Background: an optimization exercise with open tools, aiming at small area, a short achievable clock period and few clock cycles per item. Do not read the settings as production practice.
RTL that was checked went through simulation tests only; none was proved equivalent to the original.
For run 2, only the layout was checked, not whether the RTL still works.

**flow/run.sh**
```bash
#!/bin/bash
# Layout flow: the standard flow (standard.sh, unchanged synthesis), with
# plain buf_1 cells as the port buffers instead of the flow's default choice,
# a clock tree of clkbuf_8 cells without dummy loads, and timing repair asked
# for a setup margin (the SDC is unchanged).
set -euo pipefail
bash standard.sh "BUFFER_PORTS_ARGS=-buffer_cell sky130_fd_sc_hd__buf_1" "SETUP_SLACK_MARGIN=10.5" \
  "CTS_ARGS=-sink_clustering_enable -repair_clock_nets -dont_use_dummy_load -buf_list sky130_fd_sc_hd__clkbuf_8" \
  finish > make_finish.log 2>&1
```
**standard.sh**
```bash
#!/bin/bash
# synth_recipe.tcl (not shown) runs the flow's synth.tcl, then flattens the netlist and writes it again
# the make line also repeats each setting of config.mk as NAME=value (left out here)
make -C /OpenROAD-flow-scripts/flow DESIGN_CONFIG=/design/flow/config.mk WORK_HOME=/design/flow/orfs CLKGATE_MAP_FILE= SYNTH_SCRIPT=/design/flow/synth_recipe.tcl "${@:-finish}"
```
**config.mk**
```make
export PLATFORM = sky130hd
export DESIGN_NAME = aes_enc
export DESIGN_NICKNAME = aes_enc
export VERILOG_FILES = /design/flow/design.v
export SDC_FILE = /design/flow/constraint.sdc
export NUM_CORES = 8
export LEC_CHECK = 0
export CAP_MARGIN = 20
export CORE_MARGIN = 2
export CORE_UTILIZATION = 45
export PLACE_DENSITY = 0.6
export SLEW_MARGIN = 20
export SYNTH_HIERARCHICAL = 1
```
**constraint.sdc**
```tcl
create_clock -name core_clock -period 15.0 [get_ports {clk}]
set_input_delay 3.0000 -clock core_clock [delete_from_list [all_inputs] [get_ports {clk}]]
set_output_delay 3.0000 -clock core_clock [all_outputs]
set_load 0.01 [all_outputs]
```
**design.v**
```verilog
module aes_sbox (input wire [7:0] x, output wire [7:0] y);
    wire U0 = x[7], U1 = x[6], U2 = x[5], U3 = x[4], U4 = x[3], U5 = x[2], U6 = x[1], U7 = x[0];
    wire T1, T2, T3, T4, T5, T6, T7, T8, T9, T10, T11, T12, T13, T14, T15, T16;
    wire T17, T18, T19, T20, T21, T22, T23, T24, T25, T26, T27, M1, M2, M3, M4, M5;
    wire M6, M7, M8, M9, M10, M11, M12, M13, M14, M15, M16, M17, M18, M19, M20, M21;
    wire M22, M23, M24, M25, M26, M27, M28, M29, M30, M31, M32, M33, M34, M35, M36, M37;
    wire M38, M39, M40, M41, M42, M43, M44, M45, M46, M47, M48, M49, M50, M51, M52, M53;
    wire M54, M55, M56, M57, M58, M59, M60, M61, M62, M63, L0, L1, L2, L3, L4, L5;
    wire L6, L7, L8, L9, L10, L11, L12, L13, L14, L15, L16, L17, L18, L19, L20, L21;
    wire L22, L23, L24, L25, L26, L27, L28, L29;
    aes_xor2  g0   (.a(U0), .b(U3), .y(T1));
    aes_xor2  g1   (.a(U0), .b(U5), .y(T2));
    aes_xor2  g2   (.a(U0), .b(U6), .y(T3));
    aes_xor2  g3   (.a(U3), .b(U5), .y(T4));
    aes_xor2  g4   (.a(U4), .b(U6), .y(T5));
    aes_xor2  g5   (.a(T1), .b(T5), .y(T6));
    aes_xor2  g6   (.a(U1), .b(U2), .y(T7));
    aes_xor2  g7   (.a(U7), .b(T6), .y(T8));
    aes_xor2  g8   (.a(U7), .b(T7), .y(T9));
    aes_xor2  g9   (.a(T6), .b(T7), .y(T10));
    aes_xor2  g10  (.a(U1), .b(U5), .y(T11));
    aes_xor2  g11  (.a(U2), .b(U5), .y(T12));
    aes_xor2  g12  (.a(T3), .b(T4), .y(T13));
    aes_xor2  g13  (.a(T6), .b(T11), .y(T14));
    aes_xor2  g14  (.a(T5), .b(T11), .y(T15));
    aes_xor2  g15  (.a(T5), .b(T12), .y(T16));
    aes_xor2  g16  (.a(T9), .b(T16), .y(T17));
    aes_xor2  g17  (.a(U3), .b(U7), .y(T18));
    aes_xor2  g18  (.a(T7), .b(T18), .y(T19));
    aes_xor2  g19  (.a(T1), .b(T19), .y(T20));
    aes_xor2  g20  (.a(U6), .b(U7), .y(T21));
    aes_xor2  g21  (.a(T7), .b(T21), .y(T22));
    aes_xor2  g22  (.a(T2), .b(T22), .y(T23));
    aes_xor2  g23  (.a(T2), .b(T10), .y(T24));
    aes_xor2  g24  (.a(T20), .b(T17), .y(T25));
    aes_xor2  g25  (.a(T3), .b(T16), .y(T26));
    aes_xor2  g26  (.a(T1), .b(T12), .y(T27));
    aes_nand2 g27  (.a(T13), .b(T6), .y(M1));
    aes_nand2 g28  (.a(T23), .b(T8), .y(M2));
    aes_xnor2 g29  (.a(T14), .b(M1), .y(M3));
    aes_nand2 g30  (.a(T19), .b(U7), .y(M4));
    aes_xor2  g31  (.a(M4), .b(M1), .y(M5));
    aes_nand2 g32  (.a(T3), .b(T16), .y(M6));
    aes_nand2 g33  (.a(T22), .b(T9), .y(M7));
    aes_xnor2 g34  (.a(T26), .b(M6), .y(M8));
    aes_nand2 g35  (.a(T20), .b(T17), .y(M9));
    aes_xor2  g36  (.a(M9), .b(M6), .y(M10));
    aes_nand2 g37  (.a(T1), .b(T15), .y(M11));
    aes_nand2 g38  (.a(T4), .b(T27), .y(M12));
    aes_xor2  g39  (.a(M12), .b(M11), .y(M13));
    aes_nand2 g40  (.a(T2), .b(T10), .y(M14));
    aes_xor2  g41  (.a(M14), .b(M11), .y(M15));
    aes_xnor2 g42  (.a(M3), .b(M2), .y(M16));
    aes_xor2  g43  (.a(M5), .b(T24), .y(M17));
    aes_xnor2 g44  (.a(M8), .b(M7), .y(M18));
    aes_xor2  g45  (.a(M10), .b(M15), .y(M19));
    aes_xnor2 g46  (.a(M16), .b(M13), .y(M20));
    aes_xnor2 g47  (.a(M17), .b(M15), .y(M21));
    aes_xnor2 g48  (.a(M18), .b(M13), .y(M22));
    aes_xnor2 g49  (.a(M19), .b(T25), .y(M23));
    aes_xor2  g50  (.a(M22), .b(M23), .y(M24));
    aes_nor2  g51  (.a(M22), .b(M20), .y(M25));
    aes_xnor2 g52  (.a(M21), .b(M25), .y(M26));
    aes_xor2  g53  (.a(M20), .b(M21), .y(M27));
    aes_xnor2 g54  (.a(M23), .b(M25), .y(M28));
    aes_nand2 g55  (.a(M28), .b(M27), .y(M29));
    aes_nand2 g56  (.a(M26), .b(M24), .y(M30));
    aes_nor2  g57  (.a(M20), .b(M23), .y(M31));
    aes_nand2 g58  (.a(M27), .b(M31), .y(M32));
    aes_xor2  g59  (.a(M27), .b(M25), .y(M33));
    aes_nor2  g60  (.a(M21), .b(M22), .y(M34));
    aes_nand2 g61  (.a(M24), .b(M34), .y(M35));
    aes_xor2  g62  (.a(M24), .b(M25), .y(M36));
    aes_xor2  g63  (.a(M21), .b(M29), .y(M37));
    aes_xnor2 g64  (.a(M32), .b(M33), .y(M38));
    aes_xor2  g65  (.a(M23), .b(M30), .y(M39));
    aes_xnor2 g66  (.a(M35), .b(M36), .y(M40));
    aes_xor2  g67  (.a(M38), .b(M40), .y(M41));
    aes_xor2  g68  (.a(M37), .b(M39), .y(M42));
    aes_xor2  g69  (.a(M37), .b(M38), .y(M43));
    aes_xor2  g70  (.a(M39), .b(M40), .y(M44));
    aes_xor2  g71  (.a(M42), .b(M41), .y(M45));
    aes_nand2 g72  (.a(M44), .b(T6), .y(M46));
    aes_nand2 g73  (.a(M40), .b(T8), .y(M47));
    aes_nand2 g74  (.a(M39), .b(U7), .y(M48));
    aes_nand2 g75  (.a(M43), .b(T16), .y(M49));
    aes_nand2 g76  (.a(M38), .b(T9), .y(M50));
    aes_nand2 g77  (.a(M37), .b(T17), .y(M51));
    aes_nand2 g78  (.a(M42), .b(T15), .y(M52));
    aes_nand2 g79  (.a(M45), .b(T27), .y(M53));
    aes_nand2 g80  (.a(M41), .b(T10), .y(M54));
    aes_nand2 g81  (.a(M44), .b(T13), .y(M55));
    aes_nand2 g82  (.a(M40), .b(T23), .y(M56));
    aes_nand2 g83  (.a(M39), .b(T19), .y(M57));
    aes_nand2 g84  (.a(M43), .b(T3), .y(M58));
    aes_nand2 g85  (.a(M38), .b(T22), .y(M59));
    aes_nand2 g86  (.a(M37), .b(T20), .y(M60));
    aes_nand2 g87  (.a(M42), .b(T1), .y(M61));
    aes_nand2 g88  (.a(M45), .b(T4), .y(M62));
    aes_nand2 g89  (.a(M41), .b(T2), .y(M63));
    aes_xor2  g90  (.a(M61), .b(M62), .y(L0));
    aes_xor2  g91  (.a(M50), .b(M56), .y(L1));
    aes_xor2  g92  (.a(M46), .b(M48), .y(L2));
    aes_xor2  g93  (.a(M47), .b(M55), .y(L3));
    aes_xor2  g94  (.a(M54), .b(M58), .y(L4));
    aes_xor2  g95  (.a(M49), .b(M61), .y(L5));
    aes_xnor2 g96  (.a(M62), .b(L5), .y(L6));
    aes_xnor2 g97  (.a(M46), .b(L3), .y(L7));
    aes_xor2  g98  (.a(M51), .b(M59), .y(L8));
    aes_xor2  g99  (.a(M52), .b(M53), .y(L9));
    aes_xnor2 g100 (.a(M53), .b(L4), .y(L10));
    aes_xnor2 g101 (.a(M60), .b(L2), .y(L11));
    aes_xor2  g102 (.a(M48), .b(M51), .y(L12));
    aes_xnor2 g103 (.a(M50), .b(L0), .y(L13));
    aes_xor2  g104 (.a(M52), .b(M61), .y(L14));
    aes_xnor2 g105 (.a(M55), .b(L1), .y(L15));
    aes_xnor2 g106 (.a(M56), .b(L0), .y(L16));
    aes_xnor2 g107 (.a(M57), .b(L1), .y(L17));
    aes_xnor2 g108 (.a(M58), .b(L8), .y(L18));
    aes_xnor2 g109 (.a(M63), .b(L4), .y(L19));
    aes_xor2  g110 (.a(L0), .b(L1), .y(L20));
    aes_xor2  g111 (.a(L1), .b(L7), .y(L21));
    aes_xor2  g112 (.a(L3), .b(L12), .y(L22));
    aes_xor2  g113 (.a(L18), .b(L2), .y(L23));
    aes_xor2  g114 (.a(L15), .b(L9), .y(L24));
    aes_xor2  g115 (.a(L6), .b(L10), .y(L25));
    aes_xor2  g116 (.a(L7), .b(L9), .y(L26));
    aes_xor2  g117 (.a(L8), .b(L10), .y(L27));
    aes_xor2  g118 (.a(L11), .b(L14), .y(L28));
    aes_xor2  g119 (.a(L11), .b(L17), .y(L29));
    aes_xor2  g120 (.a(L6), .b(L24), .y(y[7]));
    aes_xnor2 g121 (.a(L16), .b(L26), .y(y[6]));
    aes_xnor2 g122 (.a(L19), .b(L28), .y(y[5]));
    aes_xor2  g123 (.a(L6), .b(L21), .y(y[4]));
    aes_xor2  g124 (.a(L20), .b(L22), .y(y[3]));
    aes_xor2  g125 (.a(L25), .b(L29), .y(y[2]));
    aes_xnor2 g126 (.a(L13), .b(L27), .y(y[1]));
    aes_xnor2 g127 (.a(L6), .b(L23), .y(y[0]));
endmodule
module aes_sbox_ni (input wire [7:0] x, output wire [7:0] y);
    wire U0 = x[7], U1 = x[6], U2 = x[5], U3 = x[4], U4 = x[3], U5 = x[2], U6 = x[1], U7 = x[0];
    wire T1, T2, T3, T4, T5, T6, T7, T8, T9, T10, T11, T12, T13, T14, T15, T16;
    wire T17, T18, T19, T20, T21, T22, T23, T24, T25, T26, T27, M1, M2, M3, M4, M5;
    wire M6, M7, M8, M9, M10, M11, M12, M13, M14, M15, M16, M17, M18, M19, M20, M21;
    wire M22, M23, M24, M25, M26, M27, M28, M29, M30, M31, M32, M33, M34, M35, M36, M37;
    wire M38, M39, M40, M41, M42, M43, M44, M45, M46, M47, M48, M49, M50, M51, M52, M53;
    wire M54, M55, M56, M57, M58, M59, M60, M61, M62, M63, L0, L1, L2, L3, L4, L5;
    wire L6, L7, L8, L9, L10, L11, L12, L13, L14, L15, L16, L17, L18, L19, L20, L21;
    wire L22, L23, L24, L25, L26, L27, L28, L29;
    aes_xor2  g0   (.a(U0), .b(U3), .y(T1));
    aes_xor2  g1   (.a(U0), .b(U5), .y(T2));
    aes_xor2  g2   (.a(U0), .b(U6), .y(T3));
    aes_xor2  g3   (.a(U3), .b(U5), .y(T4));
    aes_xor2  g4   (.a(U4), .b(U6), .y(T5));
    aes_xor2  g5   (.a(T1), .b(T5), .y(T6));
    aes_xor2  g6   (.a(U1), .b(U2), .y(T7));
    aes_xnor2 g7   (.a(U7), .b(T6), .y(T8));
    aes_xnor2 g8   (.a(U7), .b(T7), .y(T9));
    aes_xor2  g9   (.a(T6), .b(T7), .y(T10));
    aes_xor2  g10  (.a(U1), .b(U5), .y(T11));
    aes_xor2  g11  (.a(U2), .b(U5), .y(T12));
    aes_xor2  g12  (.a(T3), .b(T4), .y(T13));
    aes_xor2  g13  (.a(T6), .b(T11), .y(T14));
    aes_xor2  g14  (.a(T5), .b(T11), .y(T15));
    aes_xor2  g15  (.a(T5), .b(T12), .y(T16));
    aes_xor2  g16  (.a(T9), .b(T16), .y(T17));
    aes_xor2  g17  (.a(U3), .b(U7), .y(T18));
    aes_xnor2 g18  (.a(T7), .b(T18), .y(T19));
    aes_xnor2 g19  (.a(T1), .b(T19), .y(T20));
    aes_xor2  g20  (.a(U6), .b(U7), .y(T21));
    aes_xor2  g21  (.a(T7), .b(T21), .y(T22));
    aes_xor2  g22  (.a(T2), .b(T22), .y(T23));
    aes_xor2  g23  (.a(T2), .b(T10), .y(T24));
    aes_xor2  g24  (.a(T20), .b(T17), .y(T25));
    aes_xor2  g25  (.a(T3), .b(T16), .y(T26));
    aes_xor2  g26  (.a(T1), .b(T12), .y(T27));
    aes_nand2 g27  (.a(T13), .b(T6), .y(M1));
    aes_nand2 g28  (.a(T23), .b(T8), .y(M2));
    aes_xnor2 g29  (.a(T14), .b(M1), .y(M3));
    aes_nor2  g30  (.a(T19), .b(U7), .y(M4));
    aes_xnor2 g31  (.a(M4), .b(M1), .y(M5));
    aes_nand2 g32  (.a(T3), .b(T16), .y(M6));
    aes_nand2 g33  (.a(T22), .b(T9), .y(M7));
    aes_xnor2 g34  (.a(T26), .b(M6), .y(M8));
    aes_nand2 g35  (.a(T20), .b(T17), .y(M9));
    aes_xor2  g36  (.a(M9), .b(M6), .y(M10));
    aes_nand2 g37  (.a(T1), .b(T15), .y(M11));
    aes_nand2 g38  (.a(T4), .b(T27), .y(M12));
    aes_xor2  g39  (.a(M12), .b(M11), .y(M13));
    aes_nand2 g40  (.a(T2), .b(T10), .y(M14));
    aes_xor2  g41  (.a(M14), .b(M11), .y(M15));
    aes_xnor2 g42  (.a(M3), .b(M2), .y(M16));
    aes_xor2  g43  (.a(M5), .b(T24), .y(M17));
    aes_xnor2 g44  (.a(M8), .b(M7), .y(M18));
    aes_xor2  g45  (.a(M10), .b(M15), .y(M19));
    aes_xnor2 g46  (.a(M16), .b(M13), .y(M20));
    aes_xnor2 g47  (.a(M17), .b(M15), .y(M21));
    aes_xnor2 g48  (.a(M18), .b(M13), .y(M22));
    aes_xnor2 g49  (.a(M19), .b(T25), .y(M23));
    aes_xor2  g50  (.a(M22), .b(M23), .y(M24));
    aes_nor2  g51  (.a(M22), .b(M20), .y(M25));
    aes_xnor2 g52  (.a(M21), .b(M25), .y(M26));
    aes_xor2  g53  (.a(M20), .b(M21), .y(M27));
    aes_xnor2 g54  (.a(M23), .b(M25), .y(M28));
    aes_nand2 g55  (.a(M28), .b(M27), .y(M29));
    aes_nand2 g56  (.a(M26), .b(M24), .y(M30));
    aes_nor2  g57  (.a(M20), .b(M23), .y(M31));
    aes_nand2 g58  (.a(M27), .b(M31), .y(M32));
    aes_xor2  g59  (.a(M27), .b(M25), .y(M33));
    aes_nor2  g60  (.a(M21), .b(M22), .y(M34));
    aes_nand2 g61  (.a(M24), .b(M34), .y(M35));
    aes_xor2  g62  (.a(M24), .b(M25), .y(M36));
    aes_xor2  g63  (.a(M21), .b(M29), .y(M37));
    aes_xnor2 g64  (.a(M32), .b(M33), .y(M38));
    aes_xnor2 g65  (.a(M23), .b(M30), .y(M39));
    aes_xnor2 g66  (.a(M35), .b(M36), .y(M40));
    aes_xor2  g67  (.a(M38), .b(M40), .y(M41));
    aes_xnor2 g68  (.a(M37), .b(M39), .y(M42));
    aes_xor2  g69  (.a(M37), .b(M38), .y(M43));
    aes_xnor2 g70  (.a(M39), .b(M40), .y(M44));
    aes_xor2  g71  (.a(M42), .b(M41), .y(M45));
    aes_nand2 g72  (.a(M44), .b(T6), .y(M46));
    aes_nand2 g73  (.a(M40), .b(T8), .y(M47));
    aes_nor2  g74  (.a(M39), .b(U7), .y(M48));
    aes_nand2 g75  (.a(M43), .b(T16), .y(M49));
    aes_nand2 g76  (.a(M38), .b(T9), .y(M50));
    aes_nand2 g77  (.a(M37), .b(T17), .y(M51));
    aes_nand2 g78  (.a(M42), .b(T15), .y(M52));
    aes_nand2 g79  (.a(M45), .b(T27), .y(M53));
    aes_nand2 g80  (.a(M41), .b(T10), .y(M54));
    aes_nand2 g81  (.a(M44), .b(T13), .y(M55));
    aes_nand2 g82  (.a(M40), .b(T23), .y(M56));
    aes_nor2  g83  (.a(M39), .b(T19), .y(M57));
    aes_nand2 g84  (.a(M43), .b(T3), .y(M58));
    aes_nand2 g85  (.a(M38), .b(T22), .y(M59));
    aes_nand2 g86  (.a(M37), .b(T20), .y(M60));
    aes_nand2 g87  (.a(M42), .b(T1), .y(M61));
    aes_nand2 g88  (.a(M45), .b(T4), .y(M62));
    aes_nand2 g89  (.a(M41), .b(T2), .y(M63));
    aes_xor2  g90  (.a(M61), .b(M62), .y(L0));
    aes_xor2  g91  (.a(M50), .b(M56), .y(L1));
    aes_xnor2 g92  (.a(M46), .b(M48), .y(L2));
    aes_xor2  g93  (.a(M47), .b(M55), .y(L3));
    aes_xor2  g94  (.a(M54), .b(M58), .y(L4));
    aes_xor2  g95  (.a(M49), .b(M61), .y(L5));
    aes_xnor2 g96  (.a(M62), .b(L5), .y(L6));
    aes_xnor2 g97  (.a(M46), .b(L3), .y(L7));
    aes_xor2  g98  (.a(M51), .b(M59), .y(L8));
    aes_xor2  g99  (.a(M52), .b(M53), .y(L9));
    aes_xnor2 g100 (.a(M53), .b(L4), .y(L10));
    aes_xnor2 g101 (.a(M60), .b(L2), .y(L11));
    aes_xnor2 g102 (.a(M48), .b(M51), .y(L12));
    aes_xnor2 g103 (.a(M50), .b(L0), .y(L13));
    aes_xor2  g104 (.a(M52), .b(M61), .y(L14));
    aes_xnor2 g105 (.a(M55), .b(L1), .y(L15));
    aes_xnor2 g106 (.a(M56), .b(L0), .y(L16));
    aes_xor2  g107 (.a(M57), .b(L1), .y(L17));
    aes_xnor2 g108 (.a(M58), .b(L8), .y(L18));
    aes_xnor2 g109 (.a(M63), .b(L4), .y(L19));
    aes_xor2  g110 (.a(L0), .b(L1), .y(L20));
    aes_xor2  g111 (.a(L1), .b(L7), .y(L21));
    aes_xor2  g112 (.a(L3), .b(L12), .y(L22));
    aes_xor2  g113 (.a(L18), .b(L2), .y(L23));
    aes_xor2  g114 (.a(L15), .b(L9), .y(L24));
    aes_xor2  g115 (.a(L6), .b(L10), .y(L25));
    aes_xor2  g116 (.a(L7), .b(L9), .y(L26));
    aes_xor2  g117 (.a(L8), .b(L10), .y(L27));
    aes_xor2  g118 (.a(L11), .b(L14), .y(L28));
    aes_xor2  g119 (.a(L11), .b(L17), .y(L29));
    aes_xor2  g120 (.a(L6), .b(L24), .y(y[7]));
    aes_xnor2 g121 (.a(L16), .b(L26), .y(y[6]));
    aes_xnor2 g122 (.a(L19), .b(L28), .y(y[5]));
    aes_xor2  g123 (.a(L6), .b(L21), .y(y[4]));
    aes_xor2  g124 (.a(L20), .b(L22), .y(y[3]));
    aes_xor2  g125 (.a(L25), .b(L29), .y(y[2]));
    aes_xnor2 g126 (.a(L13), .b(L27), .y(y[1]));
    aes_xnor2 g127 (.a(L6), .b(L23), .y(y[0]));
endmodule
module aes_xor2_b  (input wire a, input wire b, output wire y); assign y = a ^ b;    endmodule
module aes_xnor2_b (input wire a, input wire b, output wire y); assign y = ~(a ^ b); endmodule
module aes_nand2_b (input wire a, input wire b, output wire y); assign y = ~(a & b); endmodule
module aes_nor2_b  (input wire a, input wire b, output wire y); assign y = ~(a | b); endmodule
module aes_inv_b   (input wire a, output wire y);               assign y = ~a;       endmodule
module aes_o22ai_b (input wire a1, input wire a2, input wire b1, input wire b2, output wire y);
    assign y = ~((a1 | a2) & (b1 | b2));
endmodule
module aes_a22o_b  (input wire a1, input wire a2, input wire b1, input wire b2, output wire y);
    assign y = (a1 & a2) | (b1 & b2);
endmodule
module aes_o21ai_b (input wire a1, input wire a2, input wire b1, output wire y);
    assign y = ~((a1 | a2) & b1);
endmodule
module aes_a222oi_b (input wire sa, input wire a, input wire sb, input wire b, input wire sc, input wire c,
                     output wire y);
    assign y = ~((sa & a) | (sb & b) | (sc & c));
endmodule
module aes_xor2 #(parameter W = 1) (input wire [W-1:0] a, input wire [W-1:0] b, output wire [W-1:0] y);
    genvar i;
    generate for (i = 0; i < W; i = i + 1) begin : g
        aes_xor2_b u (.a(a[i]), .b(b[i]), .y(y[i]));
    end endgenerate
endmodule
module aes_xnor2 #(parameter W = 1) (input wire [W-1:0] a, input wire [W-1:0] b, output wire [W-1:0] y);
    genvar i;
    generate for (i = 0; i < W; i = i + 1) begin : g
        aes_xnor2_b u (.a(a[i]), .b(b[i]), .y(y[i]));
    end endgenerate
endmodule
module aes_nand2 #(parameter W = 1) (input wire [W-1:0] a, input wire [W-1:0] b, output wire [W-1:0] y);
    genvar i;
    generate for (i = 0; i < W; i = i + 1) begin : g
        aes_nand2_b u (.a(a[i]), .b(b[i]), .y(y[i]));
    end endgenerate
endmodule
module aes_nor2 #(parameter W = 1) (input wire [W-1:0] a, input wire [W-1:0] b, output wire [W-1:0] y);
    genvar i;
    generate for (i = 0; i < W; i = i + 1) begin : g
        aes_nor2_b u (.a(a[i]), .b(b[i]), .y(y[i]));
    end endgenerate
endmodule
module aes_inv #(parameter W = 1) (input wire [W-1:0] a, output wire [W-1:0] y);
    genvar i;
    generate for (i = 0; i < W; i = i + 1) begin : g
        aes_inv_b u (.a(a[i]), .y(y[i]));
    end endgenerate
endmodule
module aes_o22ai #(parameter W = 1) (input wire [W-1:0] a, input wire sa, input wire [W-1:0] b, input wire sb,
                                     output wire [W-1:0] y);
    genvar i;
    generate for (i = 0; i < W; i = i + 1) begin : g
        aes_o22ai_b u (.a1(a[i]), .a2(sa), .b1(b[i]), .b2(sb), .y(y[i]));
    end endgenerate
endmodule
module aes_a222oi #(parameter W = 1) (input wire sa, input wire [W-1:0] a, input wire sb, input wire [W-1:0] b,
                                      input wire sc, input wire [W-1:0] c, output wire [W-1:0] y);
    genvar i;
    generate for (i = 0; i < W; i = i + 1) begin : g
        aes_a222oi_b u (.sa(sa), .a(a[i]), .sb(sb), .b(b[i]), .sc(sc), .c(c[i]), .y(y[i]));
    end endgenerate
endmodule
module aes_a22o #(parameter W = 1) (input wire sa, input wire [W-1:0] a, input wire sb, input wire [W-1:0] b,
                                    output wire [W-1:0] y);
    genvar i;
    generate for (i = 0; i < W; i = i + 1) begin : g
        aes_a22o_b u (.a1(sa), .a2(a[i]), .b1(sb), .b2(b[i]), .y(y[i]));
    end endgenerate
endmodule
module aes_o21ai #(parameter W = 1) (input wire s, input wire [W-1:0] a, input wire [W-1:0] b, output wire [W-1:0] y);
    genvar i;
    generate for (i = 0; i < W; i = i + 1) begin : g
        aes_o21ai_b u (.a1(s), .a2(a[i]), .b1(b[i]), .y(y[i]));
    end endgenerate
endmodule
module aes_enc (
    input  wire         clk,
    input  wire         rst,         
    input  wire         start,       
    input  wire [1:0]   key_len,     
    input  wire [255:0] key,         
    input  wire [127:0] din,         
    output wire         ready,       
    output reg          done,        
    output wire [127:0] dout
);
    reg        rdy;          
    reg        rsel, nrsel;  
    reg        xv, xm192, xm256, xr1;
    reg  [2:0] xkc;
    reg  [3:0] xcnt;
    reg  [7:0] xrcon;
    reg        yv, ym192, ym256, ylast;
    reg  [2:0] ykc;
    reg  [3:0] ycnt;
    reg  [7:0] yrcon;
    assign ready = rdy;
    function [2:0] kc_next;
        input [2:0] kc;
        input       m192, m256;
        kc_next = m192 ? ((kc == 3'd4) ? 3'd2 : (kc == 3'd2) ? 3'd0 : 3'd4) :
                  m256 ? (kc ^ 3'd4) : 3'd0;
    endfunction
    wire       kc0_s  = (xkc == 3'd0);
    wire       kc4_s  = (xkc == 3'd4);
    wire       p0_s   = kc0_s || (xm256 && kc4_s && !xr1);   
    wire       p2_s   = xm192 && kc4_s;                      
    wire       ik01_s = xr1 && (xm256 || xm192);             
    wire       ik23_s = xr1 && xm256;                        
    wire [2:0] nkc_s  = kc_next(xkc, xm192, xm256);          
    reg kc0, p2, rotw;
    reg sa01, sb01, sa23, sb23, sc;      
    reg c0, c1, c2, c3;                  
    reg m01, m23;                        
    reg sna, snb, snc;                   
    always @(posedge clk) begin
        kc0  <= kc0_s;
        p2   <= p2_s;
        rotw <= kc0_s || p2_s;
        sa01 <= xm256 || ik01_s;
        sb01 <= xm192 && !ik01_s;
        sa23 <= xm256;
        sb23 <= xm192;
        sc   <= !xm192 && !xm256;
        c0   <= !(p0_s || ik01_s);
        c1   <= !ik01_s;
        c2   <= !(p2_s || ik23_s);
        c3   <= !ik23_s;
        m01  <= p0_s;
        m23  <= p0_s || p2_s;
        sna  <= (nkc_s == 3'd0);
        snb  <= xm256 && (nkc_s == 3'd4);
        snc  <= xm192 && (nkc_s == 3'd4);
    end
    reg  [255:0] kw, km;
    reg  [31:0]  sin, sw;
    wire [31:0]  K [0:7];
    genvar k;
    generate
        for (k = 0; k < 8; k = k + 1) begin : g_k
            assign K[k] = km[255 - 32*k -: 32];
        end
    endgenerate
    wire [31:0] sw_d;
    aes_sbox u_ks0 (.x(sin[31:24]), .y(sw_d[31:24]));
    aes_sbox u_ks1 (.x(sin[23:16]), .y(sw_d[23:16]));
    aes_sbox u_ks2 (.x(sin[15:8]),  .y(sw_d[15:8]));
    aes_sbox u_ks3 (.x(sin[7:0]),   .y(sw_d[7:0]));
    wire [31:0] wold_n [0:3];
    aes_a222oi #(32) u_wo0 (.sa(sa01), .a(K[0]), .sb(sb01), .b(K[2]), .sc(sc), .c(K[4]), .y(wold_n[0]));
    aes_a222oi #(32) u_wo1 (.sa(sa01), .a(K[1]), .sb(sb01), .b(K[3]), .sc(sc), .c(K[5]), .y(wold_n[1]));
    aes_a222oi #(32) u_wo2 (.sa(sa23), .a(K[2]), .sb(sb23), .b(K[4]), .sc(sc), .c(K[6]), .y(wold_n[2]));
    aes_a222oi #(32) u_wo3 (.sa(sa23), .a(K[3]), .sb(sb23), .b(K[5]), .sc(sc), .c(K[7]), .y(wold_n[3]));
    wire [7:0] r0n = ~({8{kc0}} & yrcon);
    wire [7:0] r2n = ~({8{p2}} & yrcon);
    wire [31:0] A [0:3];
    wire [31:0] t0, t1, t2, t3;
    wire [7:0]  q0, q2;
    aes_nand2 #(32) u_t0  (.a({32{c0}}), .b(K[7]), .y(t0));
    aes_nand2 #(8)  u_q0  (.a(t0[31:24]), .b(r0n), .y(q0));
    aes_xnor2 #(8)  u_a0h (.a(wold_n[0][31:24]), .b(q0), .y(A[0][31:24]));
    aes_xor2  #(24) u_a0l (.a(wold_n[0][23:0]), .b(t0[23:0]), .y(A[0][23:0]));
    aes_nand2 #(32) u_t1  (.a({32{c1}}), .b(A[0]), .y(t1));
    aes_xor2  #(32) u_a1  (.a(wold_n[1]), .b(t1), .y(A[1]));
    aes_nand2 #(32) u_t2  (.a({32{c2}}), .b(A[1]), .y(t2));
    aes_nand2 #(8)  u_q2  (.a(t2[31:24]), .b(r2n), .y(q2));
    aes_xnor2 #(8)  u_a2h (.a(wold_n[2][31:24]), .b(q2), .y(A[2][31:24]));
    aes_xor2  #(24) u_a2l (.a(wold_n[2][23:0]), .b(t2[23:0]), .y(A[2][23:0]));
    aes_nand2 #(32) u_t3  (.a({32{c3}}), .b(A[2]), .y(t3));
    aes_xor2  #(32) u_a3  (.a(wold_n[3]), .b(t3), .y(A[3]));
    wire [31:0] g0, g2;
    wire [127:0] nw_n;
    aes_nand2 #(32) u_g0 (.a({32{m01}}), .b(sw), .y(g0));
    aes_nand2 #(32) u_g2 (.a({32{m23}}), .b(sw), .y(g2));
    aes_xor2  #(32) u_n0 (.a(A[0]), .b(g0), .y(nw_n[127:96]));
    aes_xor2  #(32) u_n1 (.a(A[1]), .b(g0), .y(nw_n[95:64]));
    aes_xor2  #(32) u_n2 (.a(A[2]), .b(g2), .y(nw_n[63:32]));
    aes_xor2  #(32) u_n3 (.a(A[3]), .b(g2), .y(nw_n[31:0]));
    wire [255:0] kw_d;
    wire [127:0] kh_n;
    aes_a22o  #(128) u_kwh (.sa(rsel), .a(key[127:0]), .sb(nrsel), .b(km[127:0]), .y(kw_d[255:128]));
    aes_nand2 #(128) u_khn (.a({128{rsel}}), .b(key[255:128]), .y(kh_n));
    aes_o21ai #(128) u_kwl (.s(rsel), .a(nw_n), .b(kh_n), .y(kw_d[127:0]));
    wire [31:0] k67, x237_n, nsin;
    aes_xor2  #(32) u_k67  (.a(K[6]), .b(K[7]), .y(k67));
    aes_xor2  #(32) u_x237 (.a(k67), .b(nw_n[31:0]), .y(x237_n));
    aes_a222oi #(32) u_nsin (.sa(sna), .a({nw_n[23:0], nw_n[31:24]}), .sb(snb), .b(nw_n[31:0]),
                             .sc(snc), .c({x237_n[23:0], x237_n[31:24]}), .y(nsin));
    wire [31:0] sin0 = (key_len == 2'd1) ? {key[87:64], key[95:88]} : {key[151:128], key[159:152]};
    wire [31:0] sin_d = rsel ? sin0 : nsin;
    reg  [127:0] xs_n, y;
    wire [127:0] y_d;
    genvar n;
    generate
        for (n = 0; n < 16; n = n + 1) begin : g_sb
            aes_sbox_ni u_sb (.x(xs_n[127 - 8*n -: 8]), .y(y_d[127 - 8*n -: 8]));
        end
    endgenerate
    wire [7:0] sr [0:15];
    generate
        for (n = 0; n < 16; n = n + 1) begin : g_sr
            assign sr[n] = y[127 - 8*(((n / 4 + n % 4) % 4) * 4 + n % 4) -: 8];
        end
    endgenerate
    wire [127:0] mc, srw;
    generate
        for (n = 0; n < 4; n = n + 1) begin : g_mc
            wire [31:0] s = {sr[4*n], sr[4*n + 1], sr[4*n + 2], sr[4*n + 3]};
            wire [31:0] u;           
            wire [31:0] w;           
            wire [11:0] h;           
            aes_xor2 #(32) u_u (.a(s), .b({s[23:0], s[31:24]}), .y(u));
            aes_xor2 #(32) u_w (.a({s[23:0], s[31:24]}), .b({u[15:0], u[31:16]}), .y(w));
            genvar i;
            for (i = 0; i < 4; i = i + 1) begin : g_i
                wire [7:0] ui = u[31 - 8*i -: 8];
                aes_xor2 #(3) u_h (.a({ui[0], ui[2], ui[3]}), .b({3{ui[7]}}), .y(h[3*i +: 3]));
                aes_xor2 #(8) u_m (.a(w[31 - 8*i -: 8]),
                                   .b({ui[6:4], h[3*i], h[3*i + 1], ui[1], h[3*i + 2], ui[7]}),
                                   .y(mc[127 - 32*n - 8*i -: 8]));
            end
            assign srw[127 - 32*n -: 32] = s;
        end
    endgenerate
    wire [127:0] xmc, dk, xs_d;
    aes_xnor2 #(128) u_xmc (.a(mc), .b(nw_n), .y(xmc));
    aes_xor2  #(128) u_dk  (.a(din), .b(key[255:128]), .y(dk));
    aes_o22ai #(128) u_xs  (.a(dk), .sa(nrsel), .b(xmc), .sb(rsel), .y(xs_d));
    reg  [127:0] dout_r;
    wire [127:0] dout_d;
    aes_xnor2 #(128) u_fin (.a(srw), .b(nw_n), .y(dout_d));
    assign dout = dout_r;
    always @(posedge clk) begin
        xs_n   <= xs_d;
        y      <= y_d;
        kw     <= kw_d;
        km     <= kw;
        sin    <= sin_d;
        sw     <= sw_d;
        dout_r <= dout_d;
    end
    wire       load    = start && rdy;
    wire       xv_d    = !rst && (load || (yv && !ylast));
    wire [3:0] xcnt_d  = rdy ? ((key_len == 2'd0) ? 4'd10 : (key_len == 2'd1) ? 4'd12 : 4'd14) :
                         ycnt - 4'd1;
    wire       rdy_d   = rst || ((!xv || xcnt == 4'd1) && (!xv_d || xcnt_d <= 4'd10));
    always @(posedge clk) begin
        xv    <= xv_d;
        xcnt  <= xcnt_d;
        if (rdy) begin
            xm192 <= (key_len == 2'd1);
            xm256 <= (key_len == 2'd2);
            xkc   <= (key_len == 2'd0) ? 3'd0 : 3'd4;
            xrcon <= 8'h01;
            xr1   <= 1'b1;
        end else begin
            xm192 <= ym192;
            xm256 <= ym256;
            xkc   <= kc_next(ykc, ym192, ym256);
            xrcon <= rotw ? ({yrcon[6:0], 1'b0} ^ (yrcon[7] ? 8'h1b : 8'h00)) : yrcon;
            xr1   <= 1'b0;
        end
        yv    <= !rst && xv;
        ym192 <= xm192;
        ym256 <= xm256;
        ykc   <= xkc;
        ycnt  <= xcnt;
        yrcon <= xrcon;
        ylast <= (xcnt == 4'd1);
        rdy   <= rdy_d;
        rsel  <= rdy_d;
        nrsel <= !rdy_d;
        done  <= !rst && yv && ylast;
    end
endmodule
```
==> results of run 1 <==
## logic make-up (layout without fill, tap and decap cells)
family / count (synthesis) / after routing / synth area share [%]
AOI/OAI and AO/OA: 596 / 596 / 7.97
xor gates and xnor gates: 3022 / 3022 / 47.2
adders and majority gates: 1 / 1 / 0.0223
buffers and inverters: 24 / 859 / 0.288
DFF: 1016 / 1016 / 36.3
muxes: 40 / 40 / 0.716
other: 0 / 2 / 0
and+or+nand+nor: 1105 / 1105 / 7.53
## state kept, by name, summed over array words and instances (netlist names), 3 cells and up
name and count:
dout_r 128, km 256, kw 256, sin 32, sw 32, xcnt 4
xkc 3, xrcon 8, xs_n 128, y 128, ycnt 4, ykc 3
yrcon 8
## path summary, 6_finish.rpt
| check | from | end | slack [ns] | cells past startpoint |
|---|---|---|---|---|
| min | kw[134]$_DFF_P_ | km[134]$_DFF_P_ | 0.28 | 0 |
| max | dout_r[31]$_DFF_P_ | dout[31] | 10.58 | 1 |
| max reg2reg | sc$_DFF_P_ | kw[60]$_DFF_P_ | 10.60 | 11 |
| min reg2reg | kw[134]$_DFF_P_ | km[134]$_DFF_P_ | 0.28 | 0 |
## placed cells by master, fill, tap and decap left out, types with 132 or more instances in the layout
cell type     n
a222oi_1    160
buf_1       514
buf_4       151
clkbuf_8    174
dfxtp_1     944
nand2_1     921
nor2_1      137
xnor2_1     779
xnor2_2     132
xor2_1     1741
xor2_2      251
## timing repair
action | in CTS | in global routing
setup endpoints to repair | 220 | 178
gates resized for setup | 239 | 481
pin swaps | 14 | 126
setup buffers | 6 | 98
## stage by stage
stage | cells | instance area, um2 | worst slack (ns) | hold slack, ns
after global placement | 7998 | 60400 | 9.56 | 0.310
final | 8278 | 69000 | 10.58 | 0.277
after CTS | 8178 | 64800 | 10.40 | 0.287
after detailed placement | 7998 | 60500 | 9.89 | 0.312
after floorplan | 5804 | 56100 | 9.17 | 0.310
after global routing | 8277 | 69000 | 10.37 | 0.285
## layout make-up
class	instances	area, um2
timing repair buffer	680	3300
fill	11300	54700
tap	1637	2050
clock buffer	174	2390
inverter	5	18.8
sequential	1016	20400
multi-input combinational	4764	40800
antenna	2	5.00
## modules after synthesis (local to each module, per instance), excerpt
module / flops+latches / times used / cells
aes_enc: 1016 / 1 / 1228
aes_a222oi_b: 0 / 160 / 1
aes_o22ai_b: 0 / 128 / 1
aes_xor2_b: 0 / 2080 / 1
aes_xnor2_b: 0 / 936 / 1
aes_nand2_b: 0 / 908 / 1
## routing by layer
metal  wire length, um  part of all wire [%]  up-vias
li1                  -                     -    20300
met4             11500                   5.2        6
met3             19000                   8.5      444
met2             99100                    44     2222
met5                41                 0.018        -
met1             93700                    42    21900
==> results by group, run 1 <==
CTS
  • Inserted Clock Buffers: 174
  • Max Buffers Root-to-Sink: 3
  • Worst skew pair latency: 0.93 ns
  • # hold bufs at CTS: 0
  • Clk root buf: clkbuf_8
  • Clock Sinks: 1,016
  • H-tree depth: 4
  • CTS tree: built
  • Clock transition at path regs: 0.06 ns

Synthesis
  • Area contributors post-synth: dfxtp_1 (36%), xor2_1 (33%), xnor2_1 (15%)
  • Syn_nets: 6,194
  • Synth Register Bits: 1,016
  • Number of flops mapped to enable cells by yosys: 0
  • Sequential-to-total area share from yosys stat: 36.3%
  • Most numerous cell in the Yosys netlist: xor2_1
  • Post-synth top area cell: dfxtp_1
  • Post-synth top area share: 36.3%
  • Syn Inst Count: 5,804
  • Synth Flop Type: dfxtp_1
  • Synthesized cell area: 56,100 um2
  • Synth Warn #: 7
  • Top post-synthesis cells by count: xor2_1 (2,081), dfxtp_1 (1,016), xnor2_1 (941), nand2_1 (929), a222oi_1 (160)
  • Asr flop ratio synth: 0%
  • Syn Area/Cell: 9.66 um2
  • Synth unique cells: 39

Floorplanning
  • Die Y: 357 um
  • Ports: 519
  • Num rows: 129
  • Die extent in x: 357 um
  • Die Area: 127,000 um2
  • Core Area: 124,000 um2
  • Initial Utilization: 45.4%

STA
  • Period utilization: 29.5%
  • Unrepaired setup endpoints after global routing: true
  • Setup TNS: 0 ns
  • Relative slew margins: 14.4%
  • Max-slew violation total from the final report: 0
  • Post-Route Skew: 0.115 ns
  • Hold Violations, Final: 0
  • Tightest Pin Transition: 1.28 ns
  • Post-route minimum period: 4.42 ns
  • Final Setup Violations: 0
  • Fmax: 226 MHz

Critical path
  • CP max FO: 1
  • CP Data Required Time: 12.00 ns
  • Critical path's largest stage delay: 0.35 ns
  • Worst setup EP type: output port
  • CP Cell Sequence: buf_2
  • Crit path kind: reg2out
  • Startpoint class of the critical path: flip-flop
  • CP Data Arrival Time: 1.42 ns
  • WP buf/inv: 1
  • CP max stage cell: dfxtp_1
  • CP top delay family: flip-flops

GRT
  • Met3 usage: 6.21%
  • Layer with the highest usage: met2
  • Met2 GRT Util: 51.9%
  • Met1 Usage GRT: 45.2%
  • Tot GR Track Use: 33.5%
  • Pin count of the biggest net entering global routing: 147
  • Congestion Overflow GR: 0
  • First-pass GRT wire length: 305,000 um
  • Vias in the first global route: 43,500
  • Initial antenna violation count: 14

Routing
  • DRC viols: 0
  • WL per Instance: 27.0 um
  • Iter 0 DRT Violations: 5,183
  • Routed vias: 44,900
  • First-pass DRT Iterations: 9
  • Post-Route WL: 223,000 um
  • Post-route ant nets: 0
  • Drt via density: 5.42

Run
  • Max_cap viols: 0

Final layout
  • Final Util: 55.8%
  • Layout cells sized above 1: 14.3%
  • Area delta synth->final: 23.0%
  • Nets: 7,031

Min path
  • HP Class: reg2reg

Placed design
  • Port bufs: 518
  • Dpl hpwl: 173,000 um
  • GPL Wtd Cong: 0.975

Status
  • Outcome: complete, no violations
Testbench counts, summed over its fixed seeds: cycles 28,456, blocks 2,400.
==> run 2: changes to the inputs <==
--- a/design.v
+++ b/design.v
@@ -381,34 +381,48 @@
     endfunction
-    wire       kc0_s  = (xkc == 3'd0);
-    wire       kc4_s  = (xkc == 3'd4);
-    wire       p0_s   = kc0_s || (xm256 && kc4_s && !xr1);   
-    wire       p2_s   = xm192 && kc4_s;                      
-    wire       ik01_s = xr1 && (xm256 || xm192);             
-    wire       ik23_s = xr1 && xm256;                        
-    wire [2:0] nkc_s  = kc_next(xkc, xm192, xm256);          
-    reg kc0, p2, rotw;
+    wire       xm192_d = rdy ? (key_len == 2'd1) : ym192;
+    wire       xm256_d = rdy ? (key_len == 2'd2) : ym256;
+    wire [2:0] xkc_d   = rdy ? ((key_len == 2'd0) ? 3'd0 : 3'd4) : kc_next(ykc, ym192, ym256);
+    wire       xr1_d   = rdy;
+    wire [7:0] xrcon_d = rdy ? 8'h01 : ym02 ? ({yrcon[6:0], 1'b0} ^ (yrcon[7] ? 8'h1b : 8'h00)) : yrcon;
+    wire       kc0_d  = (xkc_d == 3'd0);
+    wire       kc4_d  = (xkc_d == 3'd4);
+    wire       p0_d   = kc0_d || (xm256_d && kc4_d && !xr1_d);   
+    wire       p2_d   = xm192_d && kc4_d;                        
+    wire       ik01_d = xr1_d && (xm256_d || xm192_d);           
+    wire       ik23_d = xr1_d && xm256_d;                        
+    wire [2:0] nkc_d  = kc_next(xkc_d, xm192_d, xm256_d);        
+    reg kc0, p2, xrotw;
     reg sa01, sb01, sa23, sb23, sc;      
     reg c0, c1, c2, c3;                  
-    reg m01, m23;                        
-    reg sna, snb, snc;                   
+    reg xm01, xm23;                      
+    reg xsna, xsnb, xsnc;                
     always @(posedge clk) begin
-        kc0  <= kc0_s;
-        p2   <= p2_s;
-        rotw <= kc0_s || p2_s;
-        sa01 <= xm256 || ik01_s;
-        sb01 <= xm192 && !ik01_s;
-        sa23 <= xm256;
-        sb23 <= xm192;
-        sc   <= !xm192 && !xm256;
-        c0   <= !(p0_s || ik01_s);
-        c1   <= !ik01_s;
-        c2   <= !(p2_s || ik23_s);
-        c3   <= !ik23_s;
-        m01  <= p0_s;
-        m23  <= p0_s || p2_s;
-        sna  <= (nkc_s == 3'd0);
-        snb  <= xm256 && (nkc_s == 3'd4);
-        snc  <= xm192 && (nkc_s == 3'd4);
+        kc0   <= kc0_d;
+        p2    <= p2_d;
+        xrotw <= kc0_d || p2_d;
+        sa01  <= xm256_d || ik01_d;
+        sb01  <= xm192_d && !ik01_d;
+        sa23  <= xm256_d;
+        sb23  <= xm192_d;
+        sc    <= !xm192_d && !xm256_d;
+        c0    <= !(p0_d || ik01_d);
+        c1    <= !ik01_d;
+        c2    <= !(p2_d || ik23_d);
+        c3    <= !ik23_d;
+        xm01  <= p0_d;
+        xm23  <= p0_d || p2_d;
+        xsna  <= (nkc_d == 3'd0);
+        xsnb  <= xm256_d && (nkc_d == 3'd4);
+        xsnc  <= xm192_d && (nkc_d == 3'd4);
     end
-    reg  [255:0] kw, km;
+    reg ym02, m01, m23, sna, snb, snc;
+    always @(posedge clk) begin
+        ym02 <= xrotw;
+        m01  <= xm01;
+        m23  <= xm23;
+        sna  <= xsna;
+        snb  <= xsnb;
+        snc  <= xsnc;
+    end
+    reg  [255:0] kw, km;             
     reg  [31:0]  sin, sw;
@@ -418,3 +432,3 @@
         for (k = 0; k < 8; k = k + 1) begin : g_k
-            assign K[k] = km[255 - 32*k -: 32];
+            assign K[k] = kw[255 - 32*k -: 32];
         end
@@ -431,4 +445,4 @@
     aes_a222oi #(32) u_wo3 (.sa(sa23), .a(K[3]), .sb(sb23), .b(K[5]), .sc(sc), .c(K[7]), .y(wold_n[3]));
-    wire [7:0] r0n = ~({8{kc0}} & yrcon);
-    wire [7:0] r2n = ~({8{p2}} & yrcon);
+    wire [7:0] r0n = ~({8{kc0}} & xrcon);
+    wire [7:0] r2n = ~({8{p2}} & xrcon);
     wire [31:0] A [0:3];
@@ -452,6 +466,11 @@
     aes_nand2 #(32) u_g2 (.a({32{m23}}), .b(sw), .y(g2));
-    aes_xor2  #(32) u_n0 (.a(A[0]), .b(g0), .y(nw_n[127:96]));
-    aes_xor2  #(32) u_n1 (.a(A[1]), .b(g0), .y(nw_n[95:64]));
-    aes_xor2  #(32) u_n2 (.a(A[2]), .b(g2), .y(nw_n[63:32]));
-    aes_xor2  #(32) u_n3 (.a(A[3]), .b(g2), .y(nw_n[31:0]));
+    wire [31:0] Am [0:3];
+    assign Am[0] = km[255:224];
+    assign Am[1] = km[223:192];
+    assign Am[2] = km[191:160];
+    assign Am[3] = km[159:128];
+    aes_xor2  #(32) u_n0 (.a(Am[0]), .b(g0), .y(nw_n[127:96]));
+    aes_xor2  #(32) u_n1 (.a(Am[1]), .b(g0), .y(nw_n[95:64]));
+    aes_xor2  #(32) u_n2 (.a(Am[2]), .b(g2), .y(nw_n[63:32]));
+    aes_xor2  #(32) u_n3 (.a(Am[3]), .b(g2), .y(nw_n[31:0]));
     wire [255:0] kw_d;
@@ -462,3 +481,3 @@
     wire [31:0] k67, x237_n, nsin;
-    aes_xor2  #(32) u_k67  (.a(K[6]), .b(K[7]), .y(k67));
+    aes_xor2  #(32) u_k67  (.a(km[63:32]), .b(km[31:0]), .y(k67));
     aes_xor2  #(32) u_x237 (.a(k67), .b(nw_n[31:0]), .y(x237_n));
@@ -514,3 +533,3 @@
         kw     <= kw_d;
-        km     <= kw;
+        km     <= {A[0], A[1], A[2], A[3], kw[127:0]};
         sin    <= sin_d;
@@ -527,15 +546,7 @@
         xcnt  <= xcnt_d;
-        if (rdy) begin
-            xm192 <= (key_len == 2'd1);
-            xm256 <= (key_len == 2'd2);
-            xkc   <= (key_len == 2'd0) ? 3'd0 : 3'd4;
-            xrcon <= 8'h01;
-            xr1   <= 1'b1;
-        end else begin
-            xm192 <= ym192;
-            xm256 <= ym256;
-            xkc   <= kc_next(ykc, ym192, ym256);
-            xrcon <= rotw ? ({yrcon[6:0], 1'b0} ^ (yrcon[7] ? 8'h1b : 8'h00)) : yrcon;
-            xr1   <= 1'b0;
-        end
+        xm192 <= xm192_d;
+        xm256 <= xm256_d;
+        xkc   <= xkc_d;
+        xrcon <= xrcon_d;
+        xr1   <= xr1_d;
         yv    <= !rst && xv;
==> results by group, run 2 <==
Floorplanning
  • Die extent in x: 357 um
  • Initial Utilization: 45.4%
  • Die Y: 357 um
  • Die Area: 128,000 um2
  • Ports: 519
  • Num rows: 129
  • Core Area: 124,000 um2

Critical path
  • WP buf/inv: 1
  • CP top delay family: flip-flops
  • R2R Path End: sw[27]$_DFF_P_
  • Crit path kind: reg2out
  • CP Data Required Time: 12.00 ns
  • CP Data Arrival Time: 1.44 ns
  • Worst setup EP type: output port
  • Worst R2R Start: sin[26]$_DFF_P_
  • Startpoint class of the critical path: flip-flop
  • Worst Reg-to-Reg Cells: 16
  • CP max stage cell: dfxtp_1
  • Worst setup path start: dout_r[104]$_DFF_P_
  • CP max FO: 1
  • R2R Setup Slk: 10.60 ns
  • Critical path's largest stage delay: 0.34 ns
  • CP Cell Sequence: buf_1

Synthesis
  • Main combinational cell family by area after synthesis: XOR/XNOR gates
  • Sequential-to-total area share from yosys stat: 36.4%
  • Syn_nets: 6,207
  • Area contributors post-synth: dfxtp_1 (36%), xor2_1 (32%), xnor2_1 (15%)
  • Post-synth top area share: 36.4%
  • Synth unique cells: 41
  • Multiplexer share of the synthesized area: 0.677%
  • Synthesized cell area: 56,200 um2
  • Synth Warn #: 7
  • Post-synthesis compound-gate area fraction: 8.00%
  • Asr flop ratio synth: 0%
  • Most numerous cell in the Yosys netlist: xor2_1
  • Top post-synthesis cells by count: xor2_1 (2,081), dfxtp_1 (1,021), xnor2_1 (940), nand2_1 (935), a222oi_1 (160)
  • Number of flops mapped to enable cells by yosys: 0
  • Syn Inst Count: 5,817
  • Syn Area/Cell: 9.65 um2
  • Synth Area in Simple Gates: 7.56%
  • Synth Area in Adders: 0.0223%
  • Synth Flop Type: dfxtp_1
  • Synth Register Bits: 1,021
  • Post-synth top area cell: dfxtp_1
  • Synth Area in XOR/XNOR: 47.1%

STA
  • Hold Violations, Final: 0
  • Period utilization: 29.6%
  • Max-slew violation total from the final report: 0
  • Fmax: 225 MHz
  • Post-Route Skew: 0.0777 ns
  • Post-route minimum period: 4.44 ns
  • Tightest Pin Transition: 1.28 ns
  • Relative slew margins: 14.0%
  • Final Setup Violations: 0
  • Setup TNS: 0 ns
  • Unrepaired setup endpoints after global routing: true

CTS
  • Max Buffers Root-to-Sink: 3
  • Clock Sinks: 1,021
  • H-tree depth: 4
  • CTS tree: built
  • Clk root buf: clkbuf_8
  • Inserted Clock Buffers: 171
  • Clock transition at path regs: 0.06 ns
  • Worst skew pair latency: 0.93 ns
  • # hold bufs at CTS: 0

Final layout
  • Nets: 7,010
  • Largest regs: km (256), kw (256)
  • Area delta synth->final: 21.4%
  • FILL cells: 11,200
  • Commonest non-fill, non-tap cell in the layout: xor2_1
  • Final Util: 55.1%
  • Most frequent cells in the layout: xor2_1 (1,778), dfxtp_1 (964), nand2_1 (928)
  • Cell area after layout: 68,200 um2
  • Layout cells sized above 1: 12.8%

Placed design
  • Port bufs: 518
  • Dpl cell area: 60,600 um2
  • Dpl hpwl: 170,000 um
  • GPL Wtd Cong: 1.01

Routing
  • Post-Route WL: 218,000 um
  • Routed vias: 44,400
  • Post-route ant nets: 0
  • Drt via density: 5.38
  • WL per Instance: 26.4 um
  • Iter 0 DRT Violations: 4,804
  • First-pass DRT Iterations: 31
  • DRC viols: 0

Min path
  • Hold path endpoint: ykc[1]$_DFF_P_
  • HP Class: reg2reg
  • Worst hold path startpoint: xkc[1]$_DFF_P_
  • Hold depth: 0

Status
  • Outcome: complete, no violations

GRT
  • Initial antenna violation count: 8
  • Congestion Overflow GR: 0
  • First-pass GRT wire length: 301,000 um
  • Pin count of the biggest net entering global routing: 161
  • Vias in the first global route: 43,300
  • Tot GR Track Use: 32.9%

Run
  • Max_cap viols: 0
run 2: cells by family (layout without fill, tap and decap cells):
kind of cell | count (synthesis) | after routing
muxes | 38 | 38
DFF | 1021 | 1021
buffers and inverters | 26 | 827
xor gates and xnor gates | 3021 | 3021
and+or+nand+nor | 1110 | 1110
adders and majority gates | 1 | 1
other | 0 | 6
AOI/OAI and AO/OA | 600 | 600
run 2: area by class of cell:
type / instances / area [um2] / area share (%)
multi-input combinational: 4770 / 40200 / 58.9
sequential: 1021 / 20500 / 30.1
timing repair buffer: 647 / 3020 / 4.43
clock buffer: 171 / 2350 / 3.45
tap: 1637 / 2050 / 3.00
inverter: 9 / 33.8 / 0.0496
antenna: 6 / 15.0 / 0.0220
run 2: timing repair:
action,in CTS,in global routing
gates resized for setup,189,436
setup endpoints to repair,169,160
pin swaps,3,96
setup buffers,3,68
run 2: routing by layer:
layer | vias to the layer above | track usage [%] | wire, um
met5 | - | 0 | 41
met4 | 6 | 16.4 | 11900
met3 | 422 | 7.04 | 19700
met2 | 2100 | 51.9 | 99100
met1 | 21600 | 42.6 | 87800
li1 | 20300 | - | -
run 2: how the worst max path moves through the flow:
stage                           end  slack [ns]  cells past startpoint
finish                    dout[104]       10.56                      1
CTS                  sw[10]$_DFF_P_       10.47                     16
floorplan                     ready        9.14                      0
detailed placement  sin[23]$_DFF_P_        9.94                      5
global placement    sin[23]$_DFF_P_        9.90                      5
global route          sw[2]$_DFF_P_       10.42                     16
run 2: per-module statistics from Yosys (local to each module, per instance), a selection:
module,cell area (um2),flops+latches
aes_nand2_b,3.75,0
aes_xor2_b,8.76,0
aes_o21ai_b,5.00,0
aes_a22o_b,8.76,0
aes_nor2_b,3.75,0
aes_a222oi_b,10.0,0
aes_enc,21800,1021
aes_o22ai_b,6.26,0
aes_xnor2_b,8.76,0
run 2: through the flow:
step	instances	setup slack, ns	hold slack, ns
2_1_floorplan	5817	9.14	0.310
3_3_place_gp	8012	9.90	0.310
3_5_place_dp	8013	9.94	0.313
4_1_cts	8187	10.47	0.324
5_1_grt	8256	10.42	0.335
6_report	8261	10.56	0.326

==> afterwards: timing with drivers on the ports <==
No port has a modelled driver above. Below, the same layouts with a new extraction and two added sets of constraints. Step 1 assumes that a clkbuf_16 drives the clock port and a buf_2 every other input. Step 2 also shifts input and output timing later by t, the mid clock arrival at the registers, as if the neighbouring blocks saw the same clock. a / b / c = ideal ports / drivers / drivers and shift; a / b = the first two.
run	shift t [ns]	slack for setup (ns)	cell pins on the clock port's net
run 1	0.949	10.576 / 10.499 / 10.033	1
run 2	0.973	10.562 / 10.481 / 9.770	1
After both steps every run listed still meets setup and hold. For run 2, which loses most, drivers alone change the setup slack by -0.081 ns; drivers and shift together by -0.792 ns.
